Source: an optimization exercise on an open RTL-to-GDS flow (aim: small area). Production flows keep margins and buffers that such runs may drop. Only simulation tests tie the RTL to the original design; equivalence was not proved.

### design/flow/design.v
module ho_unc (
    input  wire        clk,
    input  wire        rst,         
    input  wire        start,
    input  wire [31:0] in_u0,       
    input  wire [31:0] in_tau,      
    input  wire [15:0] in_f0,       
    input  wire [15:0] in_aging,    
    input  wire [15:0] in_k,        
    input  wire [16:0] in_dtemp,    
    output wire        busy,
    output reg         done,
    output reg  [31:0] unc          
);
    localparam [39:0] DEN   = 40'd720_000_000_000;
    localparam integer NW   = 84;        
    localparam integer QW   = 45;        
    localparam [2:0] S_IDLE = 3'd0, S_MUL1 = 3'd1, S_MUL2 = 3'd2, S_SUM = 3'd3,
                     S_DIV  = 3'd4, S_FIN  = 3'd5;
    reg [2:0] state;
    reg [6:0] bit_cnt;
    reg [31:0] r_u0, r_tau;
    reg [15:0] r_f0, r_aging, r_k;
    reg [16:0] r_dtemp;
    reg [63:0] tau2;        
    reg [47:0] f0tau;       
    reg [32:0] kd;          
    reg [79:0] term_a;      
    reg [70:0] term_f;      
    reg [81:0] term_k;      
    reg [NW-1:0] num;       
    reg [40:0]   rem;       
    reg [QW-1:0] quot;
    assign busy = (state != S_IDLE);
    wire [41:0] trial = {rem, num[NW-1]} - {2'b00, DEN};
    wire        q_bit = !trial[41];
    wire [45:0] total = {14'd0, r_u0} + {1'b0, quot};
    always @(posedge clk) begin
        if (rst) begin
            state <= S_IDLE;
            done  <= 1'b0;
        end else begin
            done <= 1'b0;
            case (state)
                S_IDLE: if (start) state <= S_MUL1;
                S_MUL1: state <= S_MUL2;
                S_MUL2: state <= S_SUM;
                S_SUM: begin
                    state   <= S_DIV;
                    bit_cnt <= 7'd0;
                end
                S_DIV: begin
                    bit_cnt <= bit_cnt + 7'd1;
                    if (bit_cnt == NW - 1) state <= S_FIN;
                end
                S_FIN: begin
                    state <= S_IDLE;
                    done  <= 1'b1;
                end
                default: state <= S_IDLE;
            endcase
        end
    end
    always @(posedge clk) begin
        if (state == S_IDLE && start) begin
            r_u0    <= in_u0;
            r_tau   <= in_tau;
            r_f0    <= in_f0;
            r_aging <= in_aging;
            r_k     <= in_k;
            r_dtemp <= in_dtemp;
        end
        if (state == S_MUL1) begin
            tau2  <= r_tau * r_tau;
            f0tau <= r_f0 * r_tau;
            kd    <= r_k * r_dtemp;
        end
        if (state == S_MUL2) begin
            term_a <= r_aging * tau2;
            term_f <= f0tau * 23'd7_200_000;
            term_k <= kd * r_tau * 17'd72_000;
        end
        if (state == S_SUM) begin
            num  <= term_a + term_f + term_k + (DEN - 40'd1);
            rem  <= 41'd0;
            quot <= {QW{1'b0}};
        end
        if (state == S_DIV) begin
            num  <= num << 1;
            rem  <= q_bit ? trial[40:0] : {rem[39:0], num[NW-1]};
            quot <= {quot[QW-2:0], q_bit};
        end
        if (state == S_FIN) begin
            unc <= (total[45:32] != 14'd0) ? 32'hFFFF_FFFF : total[31:0];
        end
    end
endmodule
### design/flow/run.sh
#!/bin/bash
# synth_recipe.tcl (not shown) runs the flow's synth.tcl, then flattens the netlist and writes it again
# the make line also repeats each setting of config.mk as NAME=value (left out here)
make -C /OpenROAD-flow-scripts/flow DESIGN_CONFIG=/design/flow/config.mk WORK_HOME=/design/flow/orfs CLKGATE_MAP_FILE= SYNTH_SCRIPT=/design/flow/synth_recipe.tcl finish
### design/flow/config.mk
export PLATFORM = sky130hd
export DESIGN_NAME = ho_unc
export DESIGN_NICKNAME = ho_unc
export VERILOG_FILES = /design/flow/design.v
export SDC_FILE = /design/flow/constraint.sdc
export NUM_CORES = 4
export LEC_CHECK = 0
export CAP_MARGIN = 20
export CORE_MARGIN = 2
export CORE_UTILIZATION = 40
export SLEW_MARGIN = 20
### design/flow/constraint.sdc
create_clock -name core_clock -period 20.0 [get_ports {clk}]
set_input_delay 4.0000 -clock core_clock [delete_from_list [all_inputs] [get_ports {clk}]]
set_output_delay 4.0000 -clock core_clock [all_outputs]
set_load 0.01 [all_outputs]
==> impl_results.md <==
- Commonest non-fill, non-tap cell in the layout: inv_1
- Initial core utilization: approximately 40%
- Fmax: 70.3 MHz
- Reg2Reg Depth: between 40 and 50
- Unique masters post-synth: 106
- Relative slew slack: 18.5%
- Clock transition at the registers of the reported paths: about 0.060 ns
- Number of routed nets with antenna violations: 0
- Commonest non-fill, non-tap cells in the layout: 4,021 x inv_1, 3,864 x fa_1, 2,487 x nand2_1
- Gpl congestion: 0.947
- Skew final: roughly 0.13 ns
- Vias in the first global route: between 100k and 150k
- Largest net degree at the start of global routing: ~80
- FP Rows: 244
- Clock buffer depth: 4
- DR vias: 123,808
- IO Port Bufs: between 150 and 200
- Share of cells above drive strength 1: 2.49%
- Reg2Reg Setup Slack: 5.78 ns
- Startpoint Class: flop
- Final min period: 14.22 ns
- Hold slack: 0.486 ns
- Reg-to-Reg Start: r_tau[2]$_DFFE_PP_
- Crit-path max FO: 68
- First-pass GRT wire length: ~790,000 µm
- RR Endpoint: term_k[80]$_DFFE_PP_
- Mapped Avg Cell Area: slightly below 10 µm²
- DIE AREA: 448,000 µm²
- Antenna violations before repair: 43
- Synth warn: 1
- Final net count: ~24,000
- RSZ-0062 raised after global routing: no
- Critical path depth: 46
- Drt wl/cell: 20.8 µm
- CTS root buffer: clkbuf_16
- Cell family with most CP delay: adder cells
- CTS tree: done
- Netlist Area Pre-Place: 177,000 µm²
- Post-CTS resize count: 0
- Required time of the critical path: 20.56 ns
- Period utilization: 71.1%
- Hold Crit Start: num[68]$_DFFE_PN_
- Worst Hold Depth: 2
- CP arrival: 14.78 ns
- Cell count after synthesis: 18,311
- Die Y: 669 µm
- Crit Path Category: reg2reg
- Sequential fraction of the synthesis area: 11.9%
- Final Max Tran Viols: 0
- Cell mode on critical path: fa_1
- CP max stage delay: 0.92 ns
- Worst Path Buf+Inv: 7
- Actual slew at the worst max-slew pin: between 1 and 1.5 ns
- Endpoints failing hold: 0
- Total Wirelength: 498,000 µm
- CTS buffer count: between 90 and 100
- Number of setup violations in the final report: 0
- Ys flop type: edfxtp_1
- Hold Path Class: reg2reg
- Fraction of registers with async set or reset after synthesis: 0%
- EDFF count, synth: 700
- CTS HTree Levels: 3
- GRT overflow: 0
- Total Neg Setup Slack: 0 ns
- Sink Count: 705
- Area Overhead vs Synth: 6.12%
- Detailed placer's ending HPWL: roughly 400,000 µm
- Status: timing/DRC/antenna clean
- 1st-iter DRT viols: 8,610
- Io pins: 166
- Die width: 669 µm
- Hold endpoint: num[69]$_DFFE_PN_
- # DRC: 0
- Hold_buf cts: 0
- CP max-delay cell: edfxtp_1
- Pre-Repair DR Iteration Count: 8
- Max cap viols: 0
- Total GRT Usage: between 20% and 30%
- Core ar.: ~440,000 µm²
- DR vias/cell: 5.17
- Post-CTS Setup Inserts: 0
- Yosys reg bits: 705
- Worst skew pair latency: 0.89 ns
- Critical Path End Type: flop
==> flip-flops by register name (all words and copies together), names as in the netlist <==
signal / cells
r_aging: 16
quot: 45
term_k: 76
r_f0: 16
rem: 41
f0tau: 48
r_u0: 32
r_k: 16
term_f: 63
done: 1
r_tau: 32
kd: 33
unc: 32
num: 84
bit_cnt: 7
tau2: 63
term_a: 80
r_dtemp: 17
state: 3
==> Yosys cell counts (13+ instances only) <==
master	count	area [µm²]
inv_1	4021	15100
fa_1	3864	77400
nand2_1	2488	9340
ha_1	1661	20800
and2_1	1305	8160
clkbuf_1	797	2990
edfxtp_1	700	21000
a21oi_1	574	2870
nor2_1	394	1480
a21o_1	342	2570
xnor2_1	320	2800
o21ai_0	312	1560
xor2_1	223	1950
nand3_1	127	636
nand4_1	113	707
o21bai_1	103	773
nand2b_1	81	507
nor2b_1	79	494
nor3_1	73	365
and3_1	70	438
a31oi_1	56	350
o21ai_1	47	235
a211oi_1	40	300
o21a_1	39	293
o31ai_1	39	293
buf_1	30	113
o211ai_1	27	203
or3_1	20	125
a221oi_1	18	158
and4_1	18	158
or2_2	17	106
nor4_1	16	100
a31o_2	14	123
a41oi_1	14	123
a211o_1	13	114
==> metrics by stage <==
| step | worst slack, ns | cell area [µm²] | std cells | utilization [%] |
|---|---|---|---|---|
| final | 5.78 | 188000 | 23925 | 42.6 |
| after detailed placement | 6.03 | 185000 | 23730 | 41.8 |
| after floorplan | 2.53 | 177000 | 18315 | - |
| after global placement | 6.14 | 185000 | 23730 | 41.8 |
| after CTS | 5.95 | 188000 | 23908 | 42.6 |
| after global routing | 5.28 | 188000 | 23916 | 42.6 |
==> per-layer routing <==
metal | up-vias | GRT usage [%] | part of all wire [%]
li1 | 55007 | - | -
met1 | 64051 | 30.4 | 43
met2 | 3851 | 37.0 | 47
met3 | 863 | 3.46 | 6.5
met4 | 36 | 8.01 | 4.3
met5 | - | 0 | 0.048
==> logic make-up after synthesis <==
logic type / count (synthesis) / synth area share [%]
fa+ha+maj: 5525 / 55.4
xor+xnor: 545 / 2.70
buf+inv: 4867 / 10.3
simple gates: 4843 / 13.0
mux: 10 / 0.0579
other cells: 2 / 0.00424
compound gates: 1814 / 6.60
flops: 705 / 11.9
==> layout make-up <==
class                      count  area (µm²)
tap                         5904        7390
inverter                    4030       15100
timing repair buffer         348        3130
antenna                       17        42.5
fill                       42864      253000
sequential                   705       21100
clock buffer                 111        2580
multi-input combinational  12743      138000
clock inverter                67         696
==> worst register-to-register path: cells and delay by family, from the launching register on <==
| kind | cells | cell delay, ns |
|---|---|---|
| fa+ha+maj | 15 | 6.02 |
| compound gates | 16 | 3.82 |
| simple gates | 6 | 1.14 |
| buf+inv | 7 | 1.22 |
| flops | 1 | 0.92 |
| xor+xnor | 2 | 0.80 |
==> how the worst max path moves through the flow <==
stage / startpoint / end / slack (ns)
2_1_floorplan: state[1]$_SDFFE_PP0P_ / term_a[0]$_DFFE_PP_ / 2.53
3_3_place_gp: r_tau[6]$_DFFE_PP_ / term_k[80]$_DFFE_PP_ / 6.14
3_5_place_dp: r_tau[6]$_DFFE_PP_ / term_k[80]$_DFFE_PP_ / 6.03
4_1_cts: r_tau[6]$_DFFE_PP_ / term_k[80]$_DFFE_PP_ / 5.95
5_1_grt: r_tau[6]$_DFFE_PP_ / term_k[80]$_DFFE_PP_ / 5.28
6_report: r_tau[2]$_DFFE_PP_ / term_k[80]$_DFFE_PP_ / 5.78

-- separate check: timing with driven ports --
Ports are ideal in the flow. The routed layout listed here was re-timed in OpenROAD.
Step 1 (the two cells are an assumption about what drives the block):
set clk [get_ports {clk}]
set_driving_cell -lib_cell sky130_fd_sc_hd__clkbuf_16 $clk
set_driving_cell -lib_cell sky130_fd_sc_hd__buf_2 [delete_from_list [all_inputs] $clk]
Step 2 moves the port delays by t, midway between the first and last clock arrival at a register: inputs arrive t later, outputs are due t later. That takes back most of the time a late clock gives input paths.
Three values: ideal, step 1, step 2; two values: the first two.
t (ns): 0.934
slack for setup (ns): 5.782 / 5.782 / 5.782
latest minus earliest clock arrival (ns): 0.126 / 0.126
After both steps this run still meets setup and hold. The setup slack of this run moves by 0.000 ns with the drivers and by 0.000 ns with both steps.
